What follows belongs to an exercise in optimizing a design on an open flow for small area, a short achievable clock period and few clock cycles per item; a production flow would make more cautious choices. In this exercise RTL edits were held to simulation tests only and were not proved equivalent to the original.

[flow/run.sh]
#!/bin/bash
# synth_recipe.tcl (not shown) runs the flow's synth.tcl, then flattens the netlist and writes it again
# the make line also repeats each setting of config.mk as NAME=value (left out here)
make -C /OpenROAD-flow-scripts/flow DESIGN_CONFIG=/design/flow/config.mk WORK_HOME=/design/flow/orfs CLKGATE_MAP_FILE= SYNTH_SCRIPT=/design/flow/synth_recipe.tcl finish
[flow/config.mk]
export PLATFORM = sky130hd
export DESIGN_NAME = wire_step
export DESIGN_NICKNAME = wire_step
export VERILOG_FILES = /design/flow/design.v
export SDC_FILE = /design/flow/constraint.sdc
export NUM_CORES = 4
export LEC_CHECK = 0
export ABC_CLOCK_PERIOD_IN_PS = 5000
export CAP_MARGIN = 20
export CORE_MARGIN = 2
export CORE_UTILIZATION = 40
export SLEW_MARGIN = 20
[flow/constraint.sdc]
create_clock -name core_clock -period 20.0 [get_ports {clk}]
set_input_delay 4.0000 -clock core_clock [delete_from_list [all_inputs] [get_ports {clk}]]
set_output_delay 4.0000 -clock core_clock [all_outputs]
set_load 0.01 [all_outputs]
[flow/design.v]
module wm_div #(
    parameter W = 8,     
    parameter N = 8,     
    parameter S = 1      
) (
    input  wire [W+N-1:0] si,
    input  wire [W-1:0]   d,
    output wire [W+N-1:0] so
);
    wire [W+N-1:0] st [0:S];
    assign st[0] = si;
    genvar i;
    generate
        for (i = 0; i < S; i = i + 1) begin : g_step
            wire [W:0]   t    = {st[i][W+N-1:N], st[i][N-1]};
            wire [W+1:0] diff = {1'b0, t} - {2'b00, d};
            wire         ge   = ~diff[W+1];
            wire [W-1:0] rn   = ge ? diff[W-1:0] : t[W-1:0];
            if (N > 1) begin : g_n
                assign st[i+1] = {rn, st[i][N-2:0], ge};
            end else begin : g_1
                assign st[i+1] = {rn, ge};
            end
        end
    endgenerate
    assign so = st[S];
endmodule
module wire_step (
    input  wire               clk,
    input  wire               rst,
    input  wire               in_valid,
    output wire               in_ready,
    input  wire signed [16:0] code,      
    input  wire        [15:0] res,       
    input  wire        [15:0] cc,        
    input  wire        [15:0] cs,        
    input  wire        [15:0] rcs,       
    input  wire        [15:0] rsa,       
    input  wire        [7:0]  tlim,      
    input  wire signed [21:0] ta,        
    input  wire signed [21:0] tc,        
    input  wire signed [21:0] ts,        
    output wire               out_valid,
    input  wire               out_ready,
    output reg  signed [21:0] tc_new,
    output reg  signed [21:0] ts_new,
    output reg                trip
);
    localparam [37:0] F16 = 38'd152587890625;       
    localparam KA = 5, KB = 6, KC = 6, KD = 6, KE = 4;    
    localparam JA = 5, JB = 6, JC = 6, JD = 3;            
    localparam FA = 3, FB = 5, FC = 5, FD = 5, FE = 4;    
    localparam NST = 13;                  
    localparam CAP = NST + 2;             
    localparam DF  = CAP - 1;             
    localparam PW  = 4;                   
    localparam CW  = 4;                   
    reg [NST-1:0] v;                      
    reg           rdy_r;
    assign in_ready = rdy_r;
    wire in_fire = in_valid & rdy_r;
    reg signed [16:0] c0;
    reg        [15:0] res0, cc0, cs0;
    reg        [9:0]  rcs0;
    reg        [13:0] rsa0;
    reg        [7:0]  tl0;
    reg signed [21:0] ta0, tc0, ts0;
    always @(posedge clk) begin
        c0 <= code; res0 <= res; cc0 <= cc; cs0 <= cs;
        rcs0 <= rcs[9:0]; rsa0 <= rsa[13:0]; tl0 <= tlim;
        ta0 <= ta; tc0 <= tc; ts0 <= ts;
    end
    wire        n0  = c0[16];
    wire [15:0] a0  = n0 ? ~c0[15:0] : c0[15:0];           
    wire [32:0] c2w = a0 * a0 + (n0 ? {a0, 1'b1} : 17'd0);
    wire signed [30:0] tcx = tc0;
    wire signed [30:0] Xw  = 31'sd94351360 + (tcx <<< 9) - (tcx <<< 7) + (tcx <<< 3) + tcx;
    wire signed [22:0] es  = ts0 - tc0;
    wire signed [22:0] fs  = ta0 - ts0;
    wire signed [27:0] E1w = (es <<< 4) + (es <<< 2);      
    wire signed [27:0] F1w = (fs <<< 4) + (fs <<< 2);      
    reg        [32:0] c2_1;
    reg signed [30:0] X1;
    reg signed [27:0] E1, F1;
    reg        [15:0] res1, cc1, cs1;
    reg        [9:0]  rcs1;
    reg        [13:0] rsa1;
    reg        [7:0]  tl1;
    reg signed [21:0] tc1, ts1;
    always @(posedge clk) begin
        c2_1 <= c2w; X1 <= Xw; E1 <= E1w; F1 <= F1w;
        res1 <= res0; cc1 <= cc0; cs1 <= cs0; rcs1 <= rcs0; rsa1 <= rsa0;
        tl1 <= tl0; tc1 <= tc0; ts1 <= ts0;
    end
    wire [48:0] A2w = c2_1 * res1;
    wire [26:0] Eu  = E1[27] ? ~E1[26:0] : E1[26:0];
    wire [26:0] Fu  = F1[27] ? ~F1[26:0] : F1[26:0];
    wire [36:0] ks2w;
    wire [33:0] js2w;
    wm_div #(.W(10), .N(27), .S(KA)) u_k2 (.si({10'd0, Eu}), .d(rcs1), .so(ks2w));
    wm_div #(.W(14), .N(20), .S(JA)) u_j2 (.si({7'd0, Fu}),  .d(rsa1), .so(js2w));
    reg        [48:0] A2;
    reg signed [30:0] X2;
    reg        [36:0] ks2;
    reg        [33:0] js2;
    reg               nE2, nF2;
    reg        [15:0] cc2, cs2;
    reg        [9:0]  rcs2;
    reg        [13:0] rsa2;
    reg        [7:0]  tl2;
    reg signed [21:0] tc2, ts2;
    always @(posedge clk) begin
        A2 <= A2w; X2 <= X1; ks2 <= ks2w; js2 <= js2w; nE2 <= E1[27]; nF2 <= F1[27];
        cc2 <= cc1; cs2 <= cs1; rcs2 <= rcs1; rsa2 <= rsa1;
        tl2 <= tl1; tc2 <= tc1; ts2 <= ts1;
    end
    wire [79:0] H3w = A2 * X2[29:0] - (X2[30] ? {1'b0, A2, 30'd0} : 80'd0);
    wire [36:0] ks3w;
    wire [33:0] js3w;
    wm_div #(.W(10), .N(27), .S(KB)) u_k3 (.si(ks2), .d(rcs2), .so(ks3w));
    wm_div #(.W(14), .N(20), .S(JB)) u_j3 (.si(js2), .d(rsa2), .so(js3w));
    reg        [79:0] H3;
    reg        [36:0] ks3;
    reg        [33:0] js3;
    reg               nE3, nF3;
    reg        [15:0] cc3, cs3;
    reg        [9:0]  rcs3;
    reg        [13:0] rsa3;
    reg        [7:0]  tl3;
    reg signed [21:0] tc3, ts3;
    always @(posedge clk) begin
        H3 <= H3w; ks3 <= ks3w; js3 <= js3w; nE3 <= nE2; nF3 <= nF2;
        cc3 <= cc2; cs3 <= cs2; rcs3 <= rcs2; rsa3 <= rsa2;
        tl3 <= tl2; tc3 <= tc2; ts3 <= ts2;
    end
    wire        nH3 = H3[79];
    wire [58:0] U   = nH3 ? ~H3[77:19] : H3[77:19];
    wire [23:0] Uhi = U[58:35];
    wire [49:0] Uh  = {26'd0, Uhi};
    wire [49:0] UM  = (Uh << 24) - (Uh << 21) + (Uh << 19) - (Uh << 17) + (Uh << 15) + (Uh << 13)
                    - (Uh << 11) - (Uh << 9) - (Uh << 7) + (Uh << 4) + (Uh << 2);
    wire [36:0] ks4w;
    wire [33:0] js4w;
    wm_div #(.W(10), .N(27), .S(KC)) u_k4 (.si(ks3), .d(rcs3), .so(ks4w));
    wm_div #(.W(14), .N(20), .S(JC)) u_j4 (.si(js3), .d(rsa3), .so(js4w));
    reg        [21:0] Qe4;
    reg        [38:0] U4;
    reg        [18:0] r2_4;
    reg               nH4;
    reg        [36:0] ks4;
    reg        [33:0] js4;
    reg               nE4, nF4;
    reg        [15:0] cc4, cs4;
    reg        [9:0]  rcs4;
    reg        [13:0] rsa4;
    reg        [7:0]  tl4;
    reg signed [21:0] tc4, ts4;
    always @(posedge clk) begin
        Qe4 <= UM[47:26]; U4 <= U[38:0]; r2_4 <= H3[18:0]; nH4 <= nH3;
        ks4 <= ks4w; js4 <= js4w; nE4 <= nE3; nF4 <= nF3;
        cc4 <= cc3; cs4 <= cs3; rcs4 <= rcs3; rsa4 <= rsa3;
        tl4 <= tl3; tc4 <= tc3; ts4 <= ts3;
    end
    wire [38:0] Qx  = {17'd0, Qe4};
    wire [38:0] r5  = U4 - (Qx << 37) - (Qx << 34) + (Qx << 31) - (Qx << 27) + (Qx << 24)
                    + (Qx << 20) - (Qx << 17) - (Qx << 15) + (Qx << 12) + (Qx << 6) - Qx;
    wire [39:0] dd  = {1'b0, r5} - {2'b00, F16};
    wire [39:0] dd2 = {1'b0, r5} - {1'b0, F16, 1'b0};
    wire        ge5 = ~dd[39];
    wire [21:0] Qp  = Qe4 + ge5;                           
    wire signed [22:0] Qh5w  = nH4 ? ~{1'b0, Qp} : {1'b0, Qp};
    wire        [37:0] nsx5w = nH4 ? (ge5 ? dd[37:0] : r5[37:0]) : (ge5 ? ~dd2[37:0] : ~dd[37:0]);
    wire [36:0] ks5w;
    wire [33:0] js5w;
    wm_div #(.W(10), .N(27), .S(KD)) u_k5 (.si(ks4), .d(rcs4), .so(ks5w));
    wm_div #(.W(14), .N(20), .S(JD)) u_j5 (.si(js4), .d(rsa4), .so(js5w));
    reg signed [22:0] Qh5;
    reg        [37:0] nsx5;
    reg        [18:0] r2_5;
    reg        [36:0] ks5;
    reg        [33:0] js5;
    reg               nE5, nF5;
    reg        [15:0] cc5, cs5;
    reg        [9:0]  rcs5;
    reg        [13:0] rsa5;
    reg        [7:0]  tl5;
    reg signed [21:0] tc5, ts5;
    always @(posedge clk) begin
        Qh5 <= Qh5w; nsx5 <= nsx5w; r2_5 <= r2_4;
        ks5 <= ks5w; js5 <= js5w; nE5 <= nE4; nF5 <= nF4;
        cc5 <= cc4; cs5 <= cs4; rcs5 <= rcs4; rsa5 <= rsa4;
        tl5 <= tl4; tc5 <= tc4; ts5 <= ts4;
    end
    wire [36:0] ks6w;
    wm_div #(.W(10), .N(27), .S(KE)) u_k6 (.si(ks5), .d(rcs5), .so(ks6w));
    wire signed [27:0] k6w  = nE5 ? ~{1'b0, ks6w[26:0]} : {1'b0, ks6w[26:0]};
    wire        [9:0]  m6w  = nE5 ? rcs5 + ~ks6w[36:27] : ks6w[36:27];
    wire signed [20:0] k26w = nF5 ? ~{1'b0, js5[19:0]} : {1'b0, js5[19:0]};
    wire        [13:0] m26w = nF5 ? rsa5 + ~js5[33:20] : js5[33:20];
    reg signed [22:0] Qh6;
    reg        [37:0] nsx6;
    reg        [18:0] r2_6;
    reg signed [27:0] k6;
    reg        [9:0]  m6;
    reg signed [20:0] k26;
    reg        [13:0] m26;
    reg        [15:0] cc6, cs6;
    reg        [9:0]  rcs6;
    reg        [13:0] rsa6;
    reg        [7:0]  tl6;
    reg signed [21:0] tc6, ts6;
    always @(posedge clk) begin
        Qh6 <= Qh5; nsx6 <= nsx5; r2_6 <= r2_5;
        k6 <= k6w; m6 <= m6w; k26 <= k26w; m26 <= m26w;
        cc6 <= cc5; cs6 <= cs5; rcs6 <= rcs5; rsa6 <= rsa5;
        tl6 <= tl5; tc6 <= tc5; ts6 <= ts5;
    end
    wire [56:0] nR  = {nsx6, ~r2_6};
    wire [67:0] mx  = {58'd0, m6};
    wire [67:0] dif = (mx << 56) + (mx << 53) - (mx << 50) + (mx << 46) - (mx << 43) - (mx << 39)
                    + (mx << 36) + (mx << 34) - (mx << 31) - (mx << 25) + (mx << 19)
                    - nR * rcs6 - rcs6;
    wire        cmp7w = ~dif[67];
    wire [23:0] p1  = m26 * rcs6;
    wire [23:0] p2  = m6 * rsa6;
    wire        lt7w = p1 < p2;
    wire signed [27:0] Nt7w = k6 + Qh6 + $signed({12'd0, cc6});
    wire signed [27:0] Ns7w = k26 - k6 + $signed({12'd0, cs6});
    reg signed [27:0] Nt7, Ns7;
    reg               cmp7, lt7;
    reg        [15:0] cc7, cs7;
    reg        [7:0]  tl7;
    reg signed [21:0] tc7, ts7;
    always @(posedge clk) begin
        Nt7 <= Nt7w; Ns7 <= Ns7w; cmp7 <= cmp7w; lt7 <= lt7w;
        cc7 <= cc6; cs7 <= cs6; tl7 <= tl6; tc7 <= tc6; ts7 <= ts6;
    end
    wire signed [27:0] Nt8 = Nt7 + $signed({27'd0, cmp7});
    wire signed [27:0] Ns8 = Ns7 - $signed({27'd0, lt7});
    wire        nT8 = Nt8[27];
    wire        nS8 = Ns8[27];
    wire [25:0] Vt  = nT8 ? ~Nt8[26:1] : Nt8[26:1];
    wire [25:0] Vs  = nS8 ? ~Ns8[26:1] : Ns8[26:1];
    wire        oT8 = {12'd0, Vt[25:22]} >= cc7;         
    wire        oS8 = {12'd0, Vs[25:22]} >= cs7;
    wire [37:0] ft8w, fs8w;
    wm_div #(.W(16), .N(22), .S(FA)) u_ft8 (.si({12'd0, Vt}), .d(cc7), .so(ft8w));
    wm_div #(.W(16), .N(22), .S(FA)) u_fs8 (.si({12'd0, Vs}), .d(cs7), .so(fs8w));
    reg        [37:0] ft8, fs8;
    reg               nT8r, nS8r, oT8r, oS8r;
    reg        [15:0] cc8, cs8;
    reg        [7:0]  tl8;
    reg signed [21:0] tc8, ts8;
    always @(posedge clk) begin
        ft8 <= ft8w; fs8 <= fs8w; nT8r <= nT8; nS8r <= nS8; oT8r <= oT8; oS8r <= oS8;
        cc8 <= cc7; cs8 <= cs7; tl8 <= tl7; tc8 <= tc7; ts8 <= ts7;
    end
    wire [37:0] ft9w, fs9w;
    wm_div #(.W(16), .N(22), .S(FB)) u_ft9 (.si(ft8), .d(cc8), .so(ft9w));
    wm_div #(.W(16), .N(22), .S(FB)) u_fs9 (.si(fs8), .d(cs8), .so(fs9w));
    reg        [37:0] ft9, fs9;
    reg               nT9, nS9, oT9, oS9;
    reg        [15:0] cc9, cs9;
    reg        [7:0]  tl9;
    reg signed [21:0] tc9, ts9;
    always @(posedge clk) begin
        ft9 <= ft9w; fs9 <= fs9w; nT9 <= nT8r; nS9 <= nS8r; oT9 <= oT8r; oS9 <= oS8r;
        cc9 <= cc8; cs9 <= cs8; tl9 <= tl8; tc9 <= tc8; ts9 <= ts8;
    end
    wire [37:0] ft10w, fs10w;
    wm_div #(.W(16), .N(22), .S(FC)) u_ft10 (.si(ft9), .d(cc9), .so(ft10w));
    wm_div #(.W(16), .N(22), .S(FC)) u_fs10 (.si(fs9), .d(cs9), .so(fs10w));
    reg        [37:0] ft10, fs10;
    reg               nT10, nS10, oT10, oS10;
    reg        [15:0] cc10, cs10;
    reg        [7:0]  tl10;
    reg signed [21:0] tc10, ts10;
    always @(posedge clk) begin
        ft10 <= ft10w; fs10 <= fs10w; nT10 <= nT9; nS10 <= nS9; oT10 <= oT9; oS10 <= oS9;
        cc10 <= cc9; cs10 <= cs9; tl10 <= tl9; tc10 <= tc9; ts10 <= ts9;
    end
    wire [37:0] ft11w, fs11w;
    wm_div #(.W(16), .N(22), .S(FD)) u_ft11 (.si(ft10), .d(cc10), .so(ft11w));
    wm_div #(.W(16), .N(22), .S(FD)) u_fs11 (.si(fs10), .d(cs10), .so(fs11w));
    reg        [37:0] ft11, fs11;
    reg               nT11, nS11, oT11, oS11;
    reg        [15:0] cc11, cs11;
    reg        [7:0]  tl11;
    reg signed [21:0] tc11, ts11;
    always @(posedge clk) begin
        ft11 <= ft11w; fs11 <= fs11w; nT11 <= nT10; nS11 <= nS10; oT11 <= oT10; oS11 <= oS10;
        cc11 <= cc10; cs11 <= cs10; tl11 <= tl10; tc11 <= tc10; ts11 <= ts10;
    end
    wire [37:0] ft12w, fs12w;
    wm_div #(.W(16), .N(22), .S(FE)) u_ft12 (.si(ft11), .d(cc11), .so(ft12w));
    wm_div #(.W(16), .N(22), .S(FE)) u_fs12 (.si(fs11), .d(cs11), .so(fs12w));
    reg        [21:0] qt12, qs12;
    reg               nT12, nS12, oT12, oS12;
    reg        [7:0]  tl12;
    reg signed [21:0] tc12, ts12;
    always @(posedge clk) begin
        qt12 <= ft12w[21:0]; qs12 <= fs12w[21:0];
        nT12 <= nT11; nS12 <= nS11; oT12 <= oT11; oS12 <= oS11;
        tl12 <= tl11; tc12 <= tc11; ts12 <= ts11;
    end
    localparam signed [23:0] TMAX = 24'sh1FFFFF;
    localparam signed [23:0] TMIN = -24'sh200000;
    wire signed [22:0] qt  = nT12 ? ~{1'b0, qt12} : {1'b0, qt12};
    wire signed [22:0] qs  = nS12 ? ~{1'b0, qs12} : {1'b0, qs12};
    wire signed [23:0] tcp = tc12 + qt;
    wire signed [23:0] tsp = ts12 + qs;
    wire [21:0] tc_r = oT12 ? (nT12 ? 22'h200000 : 22'h1FFFFF)
                     : (tcp > TMAX) ? 22'h1FFFFF : (tcp < TMIN) ? 22'h200000 : tcp[21:0];
    wire [21:0] ts_r = oS12 ? (nS12 ? 22'h200000 : 22'h1FFFFF)
                     : (tsp > TMAX) ? 22'h1FFFFF : (tsp < TMIN) ? 22'h200000 : tsp[21:0];
    wire        tr_r = oT12 ? ~nT12 : (tcp > $signed({6'd0, tl12, 10'd0}));
    wire [44:0] pdata = {tr_r, ts_r, tc_r};
    wire        pv = v[NST-1];
    always @(posedge clk) begin
        if (rst) v <= {NST{1'b0}};
        else     v <= {v[NST-2:0], in_fire};
    end
    reg [44:0]   mem [0:DF-1];
    reg [PW-1:0] wp, rp;
    reg [PW-1:0] fcnt;
    reg          ov_r;
    reg [CW-1:0] cnt;
    assign out_valid = ov_r;
    wire out_fire  = ov_r & out_ready;
    wire head_take = ~ov_r | out_ready;
    wire fne       = (fcnt != 0);
    wire [PW-1:0] wp_n = (wp == DF - 1) ? {PW{1'b0}} : wp + 1'b1;
    wire [PW-1:0] rp_n = (rp == DF - 1) ? {PW{1'b0}} : rp + 1'b1;
    wire          wr   = pv & (fne | ~head_take);
    always @(posedge clk) begin
        if (wr) mem[wp] <= pdata;
        if (head_take & (fne | pv)) {trip, ts_new, tc_new} <= fne ? mem[rp] : pdata;
    end
    wire [CW-1:0] cnt_p = cnt + 1'b1;
    wire [CW-1:0] cnt_m = cnt - 1'b1;
    always @(posedge clk) begin
        if (rst) begin
            wp <= 0; rp <= 0; fcnt <= 0; ov_r <= 1'b0; cnt <= 0; rdy_r <= 1'b1;
        end else begin
            if (wr) wp <= wp_n;
            if (head_take & fne) rp <= rp_n;
            ov_r <= head_take ? (fne | pv) : 1'b1;
            case ({wr, head_take & fne})
            2'b10: fcnt <= fcnt + 1'b1;
            2'b01: fcnt <= fcnt - 1'b1;
            default: ;
            endcase
            case ({in_fire, out_fire})
            2'b10: begin cnt <= cnt_p; rdy_r <= (cnt_p < CAP); end
            2'b01: begin cnt <= cnt_m; rdy_r <= (cnt_m < CAP); end
            default: rdy_r <= (cnt < CAP);
            endcase
        end
    end
endmodule
==> flow_summary.json <==
{
  "status": "finished clean",
  "critPathKind": "reg2reg",
  "layout_commonest_cell": "inv_1",
  "async_flop_share_pct": 0,
  "drive_gt1_share_pct": 7.35,
  "routed_wl_mm": 708,
  "max_freq_ghz": 0.0540,
  "relSlewSlack_pct": 22.5,
  "dieWidth_um": 835,
  "clock_path_buffers": 4,
  "crit_path_frequent_cell": "o21ai_0",
  "syn-mean-instance-area_um2": 9.84,
  "final-seq-area_um2": 72900,
  "viasPerCell": 5.15,
  "clock_skew_ps": 102,
  "finalHoldViolCount": 0,
  "boundaryPins": 222,
  "coreArea_um2": 689000,
  "min_period_ps": 18530,
  "ant_nets": 0,
  "cp_slowest_stage_delay_ps": 660,
  "wl_per_cell_um": 18.8,
  "drc": 0,
  "min_path_type": "reg2reg",
  "rsz0062_at_grt": "no",
  "fin_cells": 37600,
  "cts.clk_slew.worst_paths_ps": 60,
  "multi_input_area_um2": 183000,
  "drtPass1Iterations": 6,
  "numCtsBuffers": 359,
  "die_y_um": 835,
  "fillerInstances": 65400,
  "grt_max_degree": 63,
  "yosysWarnings": 10,
  "tightestPinTransition_ps": 1160,
  "seq_area_frac_synth_pct": 26.3,
  "dp.cells": 36900,
  "layout_common_cells": "4,570 x inv_1, 3,212 x fa_1, 3,094 x nand2_1",
  "cp-start-kind": "register",
  "vias": 194000,
  "grt_antenna_before_repair": 54,
  "cp_max_fo": 20,
  "period_share_pct": 92.7,
  "syn_to_final_growth_pct": 9.12,
  "first_iter_violations": 11300,
  "clkSinkCount": 3297,
  "critPathSlowestCell": "dfxtp_1",
  "synth-edff-count": 675,
  "hpwl_mm": 541,
  "cts-root-buf": "clkbuf_16",
  "slew_viol_final": 0,
  "cts_tree": "built",
  "grt_pass1_wl_mm": 1120,
  "grt_use_total_pct": 20.0,
  "synthCells": 28100,
  "dieArea_um2": 697000,
  "grt-ovfl-total": 0,
  "clock_latency_ps": 1040,
  "ys.flop_type": "dfxtp_1",
  "num_rows": 305,
  "maxCapViolCount": 0,
  "htree_levels": 5,
  "io_buffers": 213,
  "synth_seq_cells": 3297,
  "end_kind": "register",
  "synth_cell_types": 114,
  "start_util_pct": 40.1,
  "grt_pass1_vias": 200000,
  "synth_area_um2": 276000,
  "cp_data_required_time_ps": 20860,
  "cp.arrival_ps": 19400,
  "finalSetupViolations": 0,
  "place.gp.congestion": 0.884,
  "setup_tns_ps": 0,
  "hold_slack_ps": 267,
  "fin_nets": 34200
}
## layout make-up
cell class | instances | area share (%)
flip-flops and latches | 3297 | 24.2
clock inverters | 194 | 0.802
inverters | 4586 | 5.71
well taps | 9210 | 3.82
multi-input cells | 19400 | 60.9
diodes | 26 | 0.0216
clock buffers | 468 | 3.36
repair buffers | 428 | 1.25
## per-stage QoR
stage          util (%)  instance area, um2  setup WS (ps)
2_1_floorplan         -              276000           4040
3_3_place_gp       41.9              289000           1450
3_5_place_dp       41.9              289000           1410
4_1_cts            43.7              301000           1290
5_1_grt            43.8              301000            125
6_report           43.8              301000           1470
## critical path, delay by kind of cell, from the launching register on
kind / cells / cell delay, ps
AOI/OAI and AO/OA: 44 / 10640
and+or+nand+nor: 11 / 2270
buffers and inverters: 11 / 1800
adders and majority gates: 6 / 1520
muxes: 5 / 1490
DFF: 1 / 660
## path summary, 6_finish.rpt
check	startpoint	end	cells after the start	slack [ps]
setup reg to reg	rsa3[1]	js4[26]	77	1470
hold reg to reg	tl7[6]	tl8[6]	0	270
hold / removal	tl7[6]	tl8[6]	0	270
setup / recovery	rsa3[1]	js4[26]	77	1470
## cell usage after synthesis, types with 147 or more instances
| cell | n | area [um2] |
|---|---|---|
| a21boi_0 | 263 | 1970 |
| nor2b_1 | 351 | 2200 |
| and2_1 | 685 | 4290 |
| dfxtp_1 | 2622 | 52500 |
| xor2_1 | 547 | 4790 |
| xnor2_1 | 901 | 7890 |
| o21ai_0 | 932 | 4660 |
| o21a_1 | 227 | 1700 |
| fa_1 | 3212 | 64300 |
| a21o_1 | 365 | 2740 |
| nor2_1 | 1333 | 5000 |
| inv_1 | 4570 | 17200 |
| edfxtp_1 | 675 | 20300 |
| mux4_2 | 180 | 4050 |
| nand2b_1 | 342 | 2140 |
| mux2_2 | 747 | 8410 |
| nor3_1 | 343 | 1720 |
| a21oi_1 | 916 | 4580 |
| mux2i_1 | 147 | 1470 |
| clkbuf_1 | 663 | 2490 |
| nand3_1 | 263 | 1320 |
| ha_1 | 2739 | 34300 |
| nand2_1 | 3094 | 11600 |
## state kept, by name, summed over array words and instances, names as in the netlist, 39 cells and up, named ones only
register	count
U4	39
mem	630
A2	49
H3	79
## cells by family after synthesis
kind of cell,synth area share (%)
DFF,26.3
AOI/OAI and AO/OA,9.05
other,0.00272
adders and majority gates,35.7
and+or+nand+nor,11.9
buffers and inverters,7.37
xor gates and xnor gates,4.59
muxes,5.11
## layer usage
layer / vias up / wire length, um / GRT usage, %
met3: 1266 / 42600 / 3.13
met5: - / 169 / 0
met1: 96000 / 303000 / 25.9
li1: 91200 / - / -
met4: 26 / 32700 / 7.87
met2: 5101 / 330000 / 33.6
## timing repair
| action | 4_1_cts | 5_1_grt |
|---|---|---|
| setup endpoints to repair | 0 | 14 |
| hold buffers | 0 | 0 |
| gates resized for setup | 0 | 1 |
| buffers inserted | 0 | 2 |
Testbench counts, summed over its fixed seeds: cycles 4,112, steps 4,000.

-- re-timing with driven ports --
The flow's constraints put no driver on any port. The routed layout listed below was extracted and timed again, unchanged, in two steps. Step 1: set_driving_cell puts a clkbuf_16 on clk and a buf_2 on each other input, an assumption about the parent block. Step 2 times the ports against the registers' clock, not the clock port: input delays grow and output delays shrink by t, the midpoint of the rising clock arrivals with the driver on. Three values: ideal, step 1, step 2; two values: the first two.
shift t [ns]: 1.119
slack for setup (ns): 1.465 / 1.465 / 1.465
hold slack, ns: 0.267 / 0.267 / 0.267
worst slew at a driven data input, ns: 0.22
pins driven straight from the clock port: 1
After both steps setup and hold are still met in this run. The setup slack of this run moves by 0.000 ns with the drivers and by 0.000 ns with both steps.
